Background: an optimization exercise with open tools, aiming at a short achievable clock period and few clock cycles per item. Do not read the settings as production practice.
RTL that was checked went through simulation tests only; none was proved equivalent to the original.

==> inputs of run H <==
// patina_lane
module patina_lane (
    input  wire               clk,
    input  wire               rst,
    input  wire        [17:0] clamp_c,
    input  wire               lin_bypass,
    input  wire signed [31:0] k1,
    input  wire signed [31:0] k2,
    input  wire signed [31:0] k3,
    input  wire               patina_en,
    input  wire signed [11:0] dp,
    input  wire         [2:0] es,
    input  wire         [2:0] eq,
    input  wire        [15:0] out_offset,
    input  wire               in_valid,
    output wire               in_ready,
    input  wire        [13:0] in_code,
    input  wire        [31:0] in_entry,
    output wire               out_valid,
    input  wire               out_ready,
    output wire        [15:0] out_pix,
    output wire               out_hi,
    output wire               out_lo,
    output wire               out_defect
);
clock: 20.0 ns
lec_check: 0
cap_margin: 20
core_margin: 2
core_utilization: 40
slew_margin: 65
standard.sh (not shown) runs the stock make flow with config.mk's settings and CLKGATE_MAP_FILE= SYNTH_SCRIPT=/design/flow/synth_recipe.tcl, a recipe that flattens the netlist after the stock synthesis.
==> flow/flow/run.sh <==
#!/bin/bash
# Layout flow: the standard ORFS flow (standard.sh), with the port
# buffers made plain sky130_fd_sc_hd__buf_4 cells. Every input and output
# port still gets its buffer; only the cell type differs from buffer_ports'
# own choice (a clkdlybuf4s50_1 delay cell).
set -euo pipefail
export BUFFER_PORTS_ARGS="-buffer_cell sky130_fd_sc_hd__buf_4"
bash standard.sh > standard_flow.log 2>&1
==> run K (differences from run H) <==
--- a/flow/design.v
+++ b/flow/design.v
@@ -119,33 +119,30 @@
     reg [0:0] lo_7;
     reg signed [2:0] q_7;
     reg [13:0] g_7;
     reg signed [15:0] ds_7;
     reg signed [22:0] db_7;
     reg signed [22:0] dl_7;
     reg signed [22:0] dh_7;
-    reg signed [19:0] x_8;
     reg [0:0] hi_8;
     reg [0:0] lo_8;
     reg signed [2:0] q_8;
     reg [13:0] g_8;
     reg signed [22:0] d_8;
-    reg signed [21:0] p_8;
-    reg [0:0] plo_8;
-    reg [0:0] phi_8;
+    reg signed [21:0] y_8;
     reg [45:0] dd_r_337;
     reg [45:0] dd_r_338;
     reg [45:0] dd_r_339;
     reg [45:0] dd_r_340;
     reg [0:0] hi_9;
     reg [0:0] lo_9;
     reg signed [2:0] q_9;
     reg [13:0] g_9;
     reg signed [22:0] d_9;
-    reg signed [21:0] y_9;
+    reg signed [20:0] r_9;
     reg [0:0] hi_10;
     reg [0:0] lo_10;
     reg signed [2:0] q_10;
     reg [13:0] g_10;
     reg signed [22:0] d_10;
     reg signed [20:0] r_10;
     reg [51:0] dds_10;
@@ -452,19 +449,20 @@
     wire [56:0] xd_c_270 = ((xm_s_266 & xm_c_267) | (xm_s_266 & (xd_v_268 << 29)) | (xm_c_267 & (xd_v_268 << 29))) << 1;
     wire [56:0] xm_t_271 = xm_s_266 + xm_c_267;
     wire [56:0] xd_t_272 = xd_s_269 + xd_c_270;
     wire signed [27:0] pw = xm_t_271[56:29];
     wire p_lo = (pw < -28'sd2097152);
     wire p_hi = (pw > 28'sd2097151);
     reg signed [22:0] dw;
+    reg signed [21:0] yw;
     always @(*) begin
-        if (c_byp) dw = db_7;
-        else if (p_lo) dw = dl_7;
-        else if (p_hi) dw = dh_7;
-        else dw = xd_t_272[51:29];
+        if (c_byp) begin dw = db_7; yw = x_7; end
+        else if (p_lo) begin dw = dl_7; yw = -22'sd2097152; end
+        else if (p_hi) begin dw = dh_7; yw = 22'sd2097151; end
+        else begin dw = xd_t_272[51:29]; yw = pw[21:0]; end
     end
     wire [45:0] dd_a_273 = {{23{d_8[22]}}, d_8};
     wire [45:0] dd_p_274 = ({46{d_8[0]}} & (dd_a_273 << 0));
     wire [45:0] dd_p_275 = ({46{d_8[1]}} & (dd_a_273 << 1));
     wire [45:0] dd_p_276 = ({46{d_8[2]}} & (dd_a_273 << 2));
     wire [45:0] dd_p_277 = ({46{d_8[3]}} & (dd_a_273 << 3));
     wire [45:0] dd_p_278 = ({46{d_8[4]}} & (dd_a_273 << 4));
@@ -482,21 +480,15 @@
     wire [45:0] dd_p_290 = ({46{d_8[16]}} & (dd_a_273 << 16));
     wire [45:0] dd_p_291 = ({46{d_8[17]}} & (dd_a_273 << 17));
     wire [45:0] dd_p_292 = ({46{d_8[18]}} & (dd_a_273 << 18));
     wire [45:0] dd_p_293 = ({46{d_8[19]}} & (dd_a_273 << 19));
     wire [45:0] dd_p_294 = ({46{d_8[20]}} & (dd_a_273 << 20));
     wire [45:0] dd_p_295 = ({46{d_8[21]}} & (dd_a_273 << 21));
     wire [45:0] dd_p_296 = ~({46{d_8[22]}} & (dd_a_273 << 22));
-    reg signed [21:0] yw;
-    always @(*) begin
-        if (c_byp) yw = x_8;
-        else if (plo_8) yw = -22'sd2097152;
-        else if (phi_8) yw = 22'sd2097151;
-        else yw = p_8;
-    end
+    wire signed [20:0] rw = ($signed({y_8[21], y_8}) + 23'sd2) >>> 2;
     wire [45:0] dd_s_297 = dd_p_274 ^ dd_p_275 ^ dd_p_276;
     wire [45:0] dd_c_298 = ((dd_p_274 & dd_p_275) | (dd_p_274 & dd_p_276) | (dd_p_275 & dd_p_276)) << 1;
     wire [45:0] dd_s_299 = dd_p_277 ^ dd_p_278 ^ dd_p_279;
     wire [45:0] dd_c_300 = ((dd_p_277 & dd_p_278) | (dd_p_277 & dd_p_279) | (dd_p_278 & dd_p_279)) << 1;
     wire [45:0] dd_s_301 = dd_p_280 ^ dd_p_281 ^ dd_p_282;
     wire [45:0] dd_c_302 = ((dd_p_280 & dd_p_281) | (dd_p_280 & dd_p_282) | (dd_p_281 & dd_p_282)) << 1;
     wire [45:0] dd_s_303 = dd_p_283 ^ dd_p_284 ^ dd_p_285;
@@ -529,15 +521,14 @@
     wire [45:0] dd_c_330 = ((dd_s_323 & dd_c_324) | (dd_s_323 & dd_s_325) | (dd_c_324 & dd_s_325)) << 1;
     wire [45:0] dd_s_331 = dd_c_326 ^ dd_s_327 ^ dd_c_328;
     wire [45:0] dd_c_332 = ((dd_c_326 & dd_s_327) | (dd_c_326 & dd_c_328) | (dd_s_327 & dd_c_328)) << 1;
     wire [45:0] dd_s_333 = dd_s_329 ^ dd_c_330 ^ dd_s_331;
     wire [45:0] dd_c_334 = ((dd_s_329 & dd_c_330) | (dd_s_329 & dd_s_331) | (dd_c_330 & dd_s_331)) << 1;
     wire [45:0] dd_s_335 = dd_c_332 ^ dd_c_322 ^ dd_c_312;
     wire [45:0] dd_c_336 = ((dd_c_332 & dd_c_322) | (dd_c_332 & dd_c_312) | (dd_c_322 & dd_c_312)) << 1;
-    wire signed [20:0] rw = ($signed({y_9[21], y_9}) + 23'sd2) >>> 2;
     wire [45:0] dd_s_341 = dd_r_337 ^ dd_r_338 ^ dd_r_339;
     wire [45:0] dd_c_342 = ((dd_r_337 & dd_r_338) | (dd_r_337 & dd_r_339) | (dd_r_338 & dd_r_339)) << 1;
     wire [45:0] dd_s_343 = dd_s_341 ^ dd_c_342 ^ dd_r_340;
     wire [45:0] dd_c_344 = ((dd_s_341 & dd_c_342) | (dd_s_341 & dd_r_340) | (dd_c_342 & dd_r_340)) << 1;
     wire [45:0] dd_t_345 = dd_s_343 + dd_c_344;
     wire [51:0] ddsw = {7'd0, dd_t_345[44:0]} << c_eq;
     wire [57:0] ee_a_346 = {6'd0, dds_10};
@@ -662,39 +653,36 @@
         lo_7 <= lo_6;
         q_7 <= q_6;
         g_7 <= g_6;
         ds_7 <= ds_6;
         db_7 <= dbw;
         dl_7 <= dlw;
         dh_7 <= dhw;
-        x_8 <= x_7;
         hi_8 <= hi_7;
         lo_8 <= lo_7;
         q_8 <= q_7;
         g_8 <= g_7;
         d_8 <= dw;
-        p_8 <= pw[21:0];
-        plo_8 <= p_lo;
-        phi_8 <= p_hi;
+        y_8 <= yw;
         dd_r_337 <= dd_s_333;
         dd_r_338 <= dd_c_334;
         dd_r_339 <= dd_s_335;
         dd_r_340 <= dd_c_336;
         hi_9 <= hi_8;
         lo_9 <= lo_8;
         q_9 <= q_8;
         g_9 <= g_8;
         d_9 <= d_8;
-        y_9 <= yw;
+        r_9 <= rw;
         hi_10 <= hi_9;
         lo_10 <= lo_9;
         q_10 <= q_9;
         g_10 <= g_9;
         d_10 <= d_9;
-        r_10 <= rw;
+        r_10 <= r_9;
         dds_10 <= ddsw;
         ee_ci_360 <= ee_lo_357[26];
         ee_r_361 <= ee_h_358;
         ee_r_362 <= ee_h_359;
         hi_11 <= hi_10;
         lo_11 <= lo_10;
         g_11 <= g_10;
==> flow/flow/run.sh (replaced) <==
#!/bin/bash
# Layout flow: the standard ORFS flow (standard.sh) with two changes:
#  - the port buffers are plain sky130_fd_sc_hd__buf_4 cells (every input
#    and output port still gets its buffer; buffer_ports would otherwise pick
#    a clkdlybuf4s50_1 delay cell);
#  - after placement, the flip-flops that drive the output port buffers are
#    upsized to sky130_fd_sc_hd__dfxtp_4 (same cell type, stronger drive)
#    and the placement is legalized again (flow/resize_out.tcl).
# Each step's full output goes to a log file of its own here.
set -euo pipefail
export BUFFER_PORTS_ARGS="-buffer_cell sky130_fd_sc_hd__buf_4"
bash standard.sh place > flow_place.log 2>&1
RES="orfs/results/$FLOW_PLATFORM/patina_lane/base" \
LIB="$FLOW_HOME/platforms/$FLOW_PLATFORM/lib/sky130_fd_sc_hd__tt_025C_1v80.lib" \
  openroad -no_init -exit flow/resize_out.tcl > flow_resize.log 2>&1
bash standard.sh > flow_finish.log 2>&1
==> flow/flow/resize_out.tcl (new file) <==
# Upsize the flip-flops that drive the output port buffers to dfxtp_4,
# then legalize the placement. Reads and rewrites 3_place.odb in $RES.
set res $::env(RES)
read_liberty $::env(LIB)
read_db $res/3_place.odb
read_sdc $res/3_place.sdc
source $::env(FLOW_HOME)/platforms/sky130hd/setRC.tcl
set n 0
foreach port [get_ports -filter "direction == output"] {
  set buf [get_cells -of_objects [get_pins -of_objects [get_nets [get_full_name $port]] -filter "direction == output"]]
  foreach ipin [get_pins -of_objects $buf -filter "direction == input"] {
    set drvpin [get_pins -of_objects [get_nets -of_objects $ipin] -filter "direction == output"]
    set ff [get_cells -of_objects $drvpin]
    set ref [get_property $ff ref_name]
    if {[string match "sky130_fd_sc_hd__dfxtp_*" $ref]} {
      replace_cell $ff sky130_fd_sc_hd__dfxtp_4
      incr n
    }
  }
}
puts "upsized $n output flip-flops"
set_placement_padding -global -left 0 -right 0
detailed_placement
check_placement
write_db $res/3_place.odb
- SLEW_MARGIN: 65 -> 20
==> run M (differences from run H) <==
--- a/flow/design.v
+++ b/flow/design.v
@@ -119,33 +119,30 @@
     reg [0:0] lo_7;
     reg signed [2:0] q_7;
     reg [13:0] g_7;
     reg signed [15:0] ds_7;
     reg signed [22:0] db_7;
     reg signed [22:0] dl_7;
     reg signed [22:0] dh_7;
-    reg signed [19:0] x_8;
     reg [0:0] hi_8;
     reg [0:0] lo_8;
     reg signed [2:0] q_8;
     reg [13:0] g_8;
     reg signed [22:0] d_8;
-    reg signed [21:0] p_8;
-    reg [0:0] plo_8;
-    reg [0:0] phi_8;
+    reg signed [21:0] y_8;
     reg [45:0] dd_r_337;
     reg [45:0] dd_r_338;
     reg [45:0] dd_r_339;
     reg [45:0] dd_r_340;
     reg [0:0] hi_9;
     reg [0:0] lo_9;
     reg signed [2:0] q_9;
     reg [13:0] g_9;
     reg signed [22:0] d_9;
-    reg signed [21:0] y_9;
+    reg signed [20:0] r_9;
     reg [0:0] hi_10;
     reg [0:0] lo_10;
     reg signed [2:0] q_10;
     reg [13:0] g_10;
     reg signed [22:0] d_10;
     reg signed [20:0] r_10;
     reg [51:0] dds_10;
@@ -452,19 +449,20 @@
     wire [56:0] xd_c_270 = ((xm_s_266 & xm_c_267) | (xm_s_266 & (xd_v_268 << 29)) | (xm_c_267 & (xd_v_268 << 29))) << 1;
     wire [56:0] xm_t_271 = xm_s_266 + xm_c_267;
     wire [56:0] xd_t_272 = xd_s_269 + xd_c_270;
     wire signed [27:0] pw = xm_t_271[56:29];
     wire p_lo = (pw < -28'sd2097152);
     wire p_hi = (pw > 28'sd2097151);
     reg signed [22:0] dw;
+    reg signed [21:0] yw;
     always @(*) begin
-        if (c_byp) dw = db_7;
-        else if (p_lo) dw = dl_7;
-        else if (p_hi) dw = dh_7;
-        else dw = xd_t_272[51:29];
+        if (c_byp) begin dw = db_7; yw = x_7; end
+        else if (p_lo) begin dw = dl_7; yw = -22'sd2097152; end
+        else if (p_hi) begin dw = dh_7; yw = 22'sd2097151; end
+        else begin dw = xd_t_272[51:29]; yw = pw[21:0]; end
     end
     wire [45:0] dd_a_273 = {{23{d_8[22]}}, d_8};
     wire [45:0] dd_p_274 = ({46{d_8[0]}} & (dd_a_273 << 0));
     wire [45:0] dd_p_275 = ({46{d_8[1]}} & (dd_a_273 << 1));
     wire [45:0] dd_p_276 = ({46{d_8[2]}} & (dd_a_273 << 2));
     wire [45:0] dd_p_277 = ({46{d_8[3]}} & (dd_a_273 << 3));
     wire [45:0] dd_p_278 = ({46{d_8[4]}} & (dd_a_273 << 4));
@@ -482,21 +480,15 @@
     wire [45:0] dd_p_290 = ({46{d_8[16]}} & (dd_a_273 << 16));
     wire [45:0] dd_p_291 = ({46{d_8[17]}} & (dd_a_273 << 17));
     wire [45:0] dd_p_292 = ({46{d_8[18]}} & (dd_a_273 << 18));
     wire [45:0] dd_p_293 = ({46{d_8[19]}} & (dd_a_273 << 19));
     wire [45:0] dd_p_294 = ({46{d_8[20]}} & (dd_a_273 << 20));
     wire [45:0] dd_p_295 = ({46{d_8[21]}} & (dd_a_273 << 21));
     wire [45:0] dd_p_296 = ~({46{d_8[22]}} & (dd_a_273 << 22));
-    reg signed [21:0] yw;
-    always @(*) begin
-        if (c_byp) yw = x_8;
-        else if (plo_8) yw = -22'sd2097152;
-        else if (phi_8) yw = 22'sd2097151;
-        else yw = p_8;
-    end
+    wire signed [20:0] rw = ($signed({y_8[21], y_8}) + 23'sd2) >>> 2;
     wire [45:0] dd_s_297 = dd_p_274 ^ dd_p_275 ^ dd_p_276;
     wire [45:0] dd_c_298 = ((dd_p_274 & dd_p_275) | (dd_p_274 & dd_p_276) | (dd_p_275 & dd_p_276)) << 1;
     wire [45:0] dd_s_299 = dd_p_277 ^ dd_p_278 ^ dd_p_279;
     wire [45:0] dd_c_300 = ((dd_p_277 & dd_p_278) | (dd_p_277 & dd_p_279) | (dd_p_278 & dd_p_279)) << 1;
     wire [45:0] dd_s_301 = dd_p_280 ^ dd_p_281 ^ dd_p_282;
     wire [45:0] dd_c_302 = ((dd_p_280 & dd_p_281) | (dd_p_280 & dd_p_282) | (dd_p_281 & dd_p_282)) << 1;
     wire [45:0] dd_s_303 = dd_p_283 ^ dd_p_284 ^ dd_p_285;
@@ -529,15 +521,14 @@
     wire [45:0] dd_c_330 = ((dd_s_323 & dd_c_324) | (dd_s_323 & dd_s_325) | (dd_c_324 & dd_s_325)) << 1;
     wire [45:0] dd_s_331 = dd_c_326 ^ dd_s_327 ^ dd_c_328;
     wire [45:0] dd_c_332 = ((dd_c_326 & dd_s_327) | (dd_c_326 & dd_c_328) | (dd_s_327 & dd_c_328)) << 1;
     wire [45:0] dd_s_333 = dd_s_329 ^ dd_c_330 ^ dd_s_331;
     wire [45:0] dd_c_334 = ((dd_s_329 & dd_c_330) | (dd_s_329 & dd_s_331) | (dd_c_330 & dd_s_331)) << 1;
     wire [45:0] dd_s_335 = dd_c_332 ^ dd_c_322 ^ dd_c_312;
     wire [45:0] dd_c_336 = ((dd_c_332 & dd_c_322) | (dd_c_332 & dd_c_312) | (dd_c_322 & dd_c_312)) << 1;
-    wire signed [20:0] rw = ($signed({y_9[21], y_9}) + 23'sd2) >>> 2;
     wire [45:0] dd_s_341 = dd_r_337 ^ dd_r_338 ^ dd_r_339;
     wire [45:0] dd_c_342 = ((dd_r_337 & dd_r_338) | (dd_r_337 & dd_r_339) | (dd_r_338 & dd_r_339)) << 1;
     wire [45:0] dd_s_343 = dd_s_341 ^ dd_c_342 ^ dd_r_340;
     wire [45:0] dd_c_344 = ((dd_s_341 & dd_c_342) | (dd_s_341 & dd_r_340) | (dd_c_342 & dd_r_340)) << 1;
     wire [45:0] dd_t_345 = dd_s_343 + dd_c_344;
     wire [51:0] ddsw = {7'd0, dd_t_345[44:0]} << c_eq;
     wire [57:0] ee_a_346 = {6'd0, dds_10};
@@ -662,39 +653,36 @@
         lo_7 <= lo_6;
         q_7 <= q_6;
         g_7 <= g_6;
         ds_7 <= ds_6;
         db_7 <= dbw;
         dl_7 <= dlw;
         dh_7 <= dhw;
-        x_8 <= x_7;
         hi_8 <= hi_7;
         lo_8 <= lo_7;
         q_8 <= q_7;
         g_8 <= g_7;
         d_8 <= dw;
-        p_8 <= pw[21:0];
-        plo_8 <= p_lo;
-        phi_8 <= p_hi;
+        y_8 <= yw;
         dd_r_337 <= dd_s_333;
         dd_r_338 <= dd_c_334;
         dd_r_339 <= dd_s_335;
         dd_r_340 <= dd_c_336;
         hi_9 <= hi_8;
         lo_9 <= lo_8;
         q_9 <= q_8;
         g_9 <= g_8;
         d_9 <= d_8;
-        y_9 <= yw;
+        r_9 <= rw;
         hi_10 <= hi_9;
         lo_10 <= lo_9;
         q_10 <= q_9;
         g_10 <= g_9;
         d_10 <= d_9;
-        r_10 <= rw;
+        r_10 <= r_9;
         dds_10 <= ddsw;
         ee_ci_360 <= ee_lo_357[26];
         ee_r_361 <= ee_h_358;
         ee_r_362 <= ee_h_359;
         hi_11 <= hi_10;
         lo_11 <= lo_10;
         g_11 <= g_10;
- SLEW_MARGIN: 65 -> 20
==> run A (differences from run H) <==
--- a/flow/design.v
+++ b/flow/design.v
@@ -119,33 +119,30 @@
     reg [0:0] lo_7;
     reg signed [2:0] q_7;
     reg [13:0] g_7;
     reg signed [15:0] ds_7;
     reg signed [22:0] db_7;
     reg signed [22:0] dl_7;
     reg signed [22:0] dh_7;
-    reg signed [19:0] x_8;
     reg [0:0] hi_8;
     reg [0:0] lo_8;
     reg signed [2:0] q_8;
     reg [13:0] g_8;
     reg signed [22:0] d_8;
-    reg signed [21:0] p_8;
-    reg [0:0] plo_8;
-    reg [0:0] phi_8;
+    reg signed [21:0] y_8;
     reg [45:0] dd_r_337;
     reg [45:0] dd_r_338;
     reg [45:0] dd_r_339;
     reg [45:0] dd_r_340;
     reg [0:0] hi_9;
     reg [0:0] lo_9;
     reg signed [2:0] q_9;
     reg [13:0] g_9;
     reg signed [22:0] d_9;
-    reg signed [21:0] y_9;
+    reg signed [20:0] r_9;
     reg [0:0] hi_10;
     reg [0:0] lo_10;
     reg signed [2:0] q_10;
     reg [13:0] g_10;
     reg signed [22:0] d_10;
     reg signed [20:0] r_10;
     reg [51:0] dds_10;
@@ -452,19 +449,20 @@
     wire [56:0] xd_c_270 = ((xm_s_266 & xm_c_267) | (xm_s_266 & (xd_v_268 << 29)) | (xm_c_267 & (xd_v_268 << 29))) << 1;
     wire [56:0] xm_t_271 = xm_s_266 + xm_c_267;
     wire [56:0] xd_t_272 = xd_s_269 + xd_c_270;
     wire signed [27:0] pw = xm_t_271[56:29];
     wire p_lo = (pw < -28'sd2097152);
     wire p_hi = (pw > 28'sd2097151);
     reg signed [22:0] dw;
+    reg signed [21:0] yw;
     always @(*) begin
-        if (c_byp) dw = db_7;
-        else if (p_lo) dw = dl_7;
-        else if (p_hi) dw = dh_7;
-        else dw = xd_t_272[51:29];
+        if (c_byp) begin dw = db_7; yw = x_7; end
+        else if (p_lo) begin dw = dl_7; yw = -22'sd2097152; end
+        else if (p_hi) begin dw = dh_7; yw = 22'sd2097151; end
+        else begin dw = xd_t_272[51:29]; yw = pw[21:0]; end
     end
     wire [45:0] dd_a_273 = {{23{d_8[22]}}, d_8};
     wire [45:0] dd_p_274 = ({46{d_8[0]}} & (dd_a_273 << 0));
     wire [45:0] dd_p_275 = ({46{d_8[1]}} & (dd_a_273 << 1));
     wire [45:0] dd_p_276 = ({46{d_8[2]}} & (dd_a_273 << 2));
     wire [45:0] dd_p_277 = ({46{d_8[3]}} & (dd_a_273 << 3));
     wire [45:0] dd_p_278 = ({46{d_8[4]}} & (dd_a_273 << 4));
@@ -482,21 +480,15 @@
     wire [45:0] dd_p_290 = ({46{d_8[16]}} & (dd_a_273 << 16));
     wire [45:0] dd_p_291 = ({46{d_8[17]}} & (dd_a_273 << 17));
     wire [45:0] dd_p_292 = ({46{d_8[18]}} & (dd_a_273 << 18));
     wire [45:0] dd_p_293 = ({46{d_8[19]}} & (dd_a_273 << 19));
     wire [45:0] dd_p_294 = ({46{d_8[20]}} & (dd_a_273 << 20));
     wire [45:0] dd_p_295 = ({46{d_8[21]}} & (dd_a_273 << 21));
     wire [45:0] dd_p_296 = ~({46{d_8[22]}} & (dd_a_273 << 22));
-    reg signed [21:0] yw;
-    always @(*) begin
-        if (c_byp) yw = x_8;
-        else if (plo_8) yw = -22'sd2097152;
-        else if (phi_8) yw = 22'sd2097151;
-        else yw = p_8;
-    end
+    wire signed [20:0] rw = ($signed({y_8[21], y_8}) + 23'sd2) >>> 2;
     wire [45:0] dd_s_297 = dd_p_274 ^ dd_p_275 ^ dd_p_276;
     wire [45:0] dd_c_298 = ((dd_p_274 & dd_p_275) | (dd_p_274 & dd_p_276) | (dd_p_275 & dd_p_276)) << 1;
     wire [45:0] dd_s_299 = dd_p_277 ^ dd_p_278 ^ dd_p_279;
     wire [45:0] dd_c_300 = ((dd_p_277 & dd_p_278) | (dd_p_277 & dd_p_279) | (dd_p_278 & dd_p_279)) << 1;
     wire [45:0] dd_s_301 = dd_p_280 ^ dd_p_281 ^ dd_p_282;
     wire [45:0] dd_c_302 = ((dd_p_280 & dd_p_281) | (dd_p_280 & dd_p_282) | (dd_p_281 & dd_p_282)) << 1;
     wire [45:0] dd_s_303 = dd_p_283 ^ dd_p_284 ^ dd_p_285;
@@ -529,15 +521,14 @@
     wire [45:0] dd_c_330 = ((dd_s_323 & dd_c_324) | (dd_s_323 & dd_s_325) | (dd_c_324 & dd_s_325)) << 1;
     wire [45:0] dd_s_331 = dd_c_326 ^ dd_s_327 ^ dd_c_328;
     wire [45:0] dd_c_332 = ((dd_c_326 & dd_s_327) | (dd_c_326 & dd_c_328) | (dd_s_327 & dd_c_328)) << 1;
     wire [45:0] dd_s_333 = dd_s_329 ^ dd_c_330 ^ dd_s_331;
     wire [45:0] dd_c_334 = ((dd_s_329 & dd_c_330) | (dd_s_329 & dd_s_331) | (dd_c_330 & dd_s_331)) << 1;
     wire [45:0] dd_s_335 = dd_c_332 ^ dd_c_322 ^ dd_c_312;
     wire [45:0] dd_c_336 = ((dd_c_332 & dd_c_322) | (dd_c_332 & dd_c_312) | (dd_c_322 & dd_c_312)) << 1;
-    wire signed [20:0] rw = ($signed({y_9[21], y_9}) + 23'sd2) >>> 2;
     wire [45:0] dd_s_341 = dd_r_337 ^ dd_r_338 ^ dd_r_339;
     wire [45:0] dd_c_342 = ((dd_r_337 & dd_r_338) | (dd_r_337 & dd_r_339) | (dd_r_338 & dd_r_339)) << 1;
     wire [45:0] dd_s_343 = dd_s_341 ^ dd_c_342 ^ dd_r_340;
     wire [45:0] dd_c_344 = ((dd_s_341 & dd_c_342) | (dd_s_341 & dd_r_340) | (dd_c_342 & dd_r_340)) << 1;
     wire [45:0] dd_t_345 = dd_s_343 + dd_c_344;
     wire [51:0] ddsw = {7'd0, dd_t_345[44:0]} << c_eq;
     wire [57:0] ee_a_346 = {6'd0, dds_10};
@@ -662,39 +653,36 @@
         lo_7 <= lo_6;
         q_7 <= q_6;
         g_7 <= g_6;
         ds_7 <= ds_6;
         db_7 <= dbw;
         dl_7 <= dlw;
         dh_7 <= dhw;
-        x_8 <= x_7;
         hi_8 <= hi_7;
         lo_8 <= lo_7;
         q_8 <= q_7;
         g_8 <= g_7;
         d_8 <= dw;
-        p_8 <= pw[21:0];
-        plo_8 <= p_lo;
-        phi_8 <= p_hi;
+        y_8 <= yw;
         dd_r_337 <= dd_s_333;
         dd_r_338 <= dd_c_334;
         dd_r_339 <= dd_s_335;
         dd_r_340 <= dd_c_336;
         hi_9 <= hi_8;
         lo_9 <= lo_8;
         q_9 <= q_8;
         g_9 <= g_8;
         d_9 <= d_8;
-        y_9 <= yw;
+        r_9 <= rw;
         hi_10 <= hi_9;
         lo_10 <= lo_9;
         q_10 <= q_9;
         g_10 <= g_9;
         d_10 <= d_9;
-        r_10 <= rw;
+        r_10 <= r_9;
         dds_10 <= ddsw;
         ee_ci_360 <= ee_lo_357[26];
         ee_r_361 <= ee_h_358;
         ee_r_362 <= ee_h_359;
         hi_11 <= hi_10;
         lo_11 <= lo_10;
         g_11 <= g_10;
==> comparison table <==
| metric | run K | run M | run H | run A |
|---|---|---|---|---|
| Count of state elements after synthesis | 2637 | 2637 | 2657 | 2637 |
| Source-to-sink clock delay at the later pin of the worst-skew pair | 1.00 ns | 0.99 ns | 0.95 ns | 1.00 ns |
| Via count of the first global-routing pass | 121000 | 121000 | 121000 | 121000 |
| Post-route design area | 0.205 mm2 | 0.205 mm2 | 0.207 mm2 | 0.207 mm2 |
| Final Critical Period | 5.62 ns | 5.70 ns | 5.63 ns | 5.57 ns |
| Final-layout fill cell count | 43200 | 43200 | 43300 | 43100 |
| End of the worst register-to-register path | d_8[22]$_DFF_P_ | d_8[22]$_DFF_P_ | d_8[6]$_DFF_P_ | eg_r_397[39]$_DFF_P_ |
| Status | no timing/DRC/antenna violations | no timing/DRC/antenna violations | no timing/DRC/antenna violations | no timing/DRC/antenna violations |
| Count of mapped cells out of synthesis | 16800 | 16800 | 16800 | 16800 |
| Critical path launch point | xm_r_263[25]$_DFF_P_ | xm_r_263[25]$_DFF_P_ | xm_r_263[26]$_DFF_P_ | oreg[12]$_DFF_P_ |
Testbench counts of run K, summed over its fixed seeds: cycles 40,651, items 35,275.
Testbench counts of run M, summed over its fixed seeds: cycles 40,651, items 35,275.
Testbench counts of run A, summed over its fixed seeds: cycles 40,651, items 35,275.
No functional check of the RTL was part of run H.

==> static timing again, ports no longer ideal <==
How much do the figures lean on ideal ports? The routed layouts below were timed once more, with nothing changed but the port constraints. Step 1, drivers: a clkbuf_16 drives clk and a buf_2 each remaining input, both assumed. Step 2 moves the port delays by t, midway between the first and last clock arrival at a register: inputs arrive t later, outputs are due t later. That takes back most of the time a late clock gives input paths. a / b / c = ideal / step 1 / step 2; a / b = the first two.
| run | shift t [ns] | slack for setup (ns) | worst setup path at the end | latest minus earliest clock arrival (ns) | worst data-port slew with drivers (ns) |
|---|---|---|---|---|---|
| run H | 1.016 | 14.373 / 14.373 / 14.373 | register to register | 0.085 / 0.085 | 0.08 |
| run K | 1.050 | 14.378 / 14.378 / 14.092 | input to register | 0.125 / 0.125 | 0.07 |
| run M | 1.046 | 14.302 / 14.302 / 13.970 | input to register | 0.111 / 0.111 | 0.07 |
| run A | 1.036 | 14.432 / 14.324 / 14.368 | input to register | 0.147 / 0.148 | 0.07 |
After both steps every run listed still meets setup and hold. For run M, which loses most, drivers alone change the setup slack by 0.000 ns; drivers and shift together by -0.332 ns.
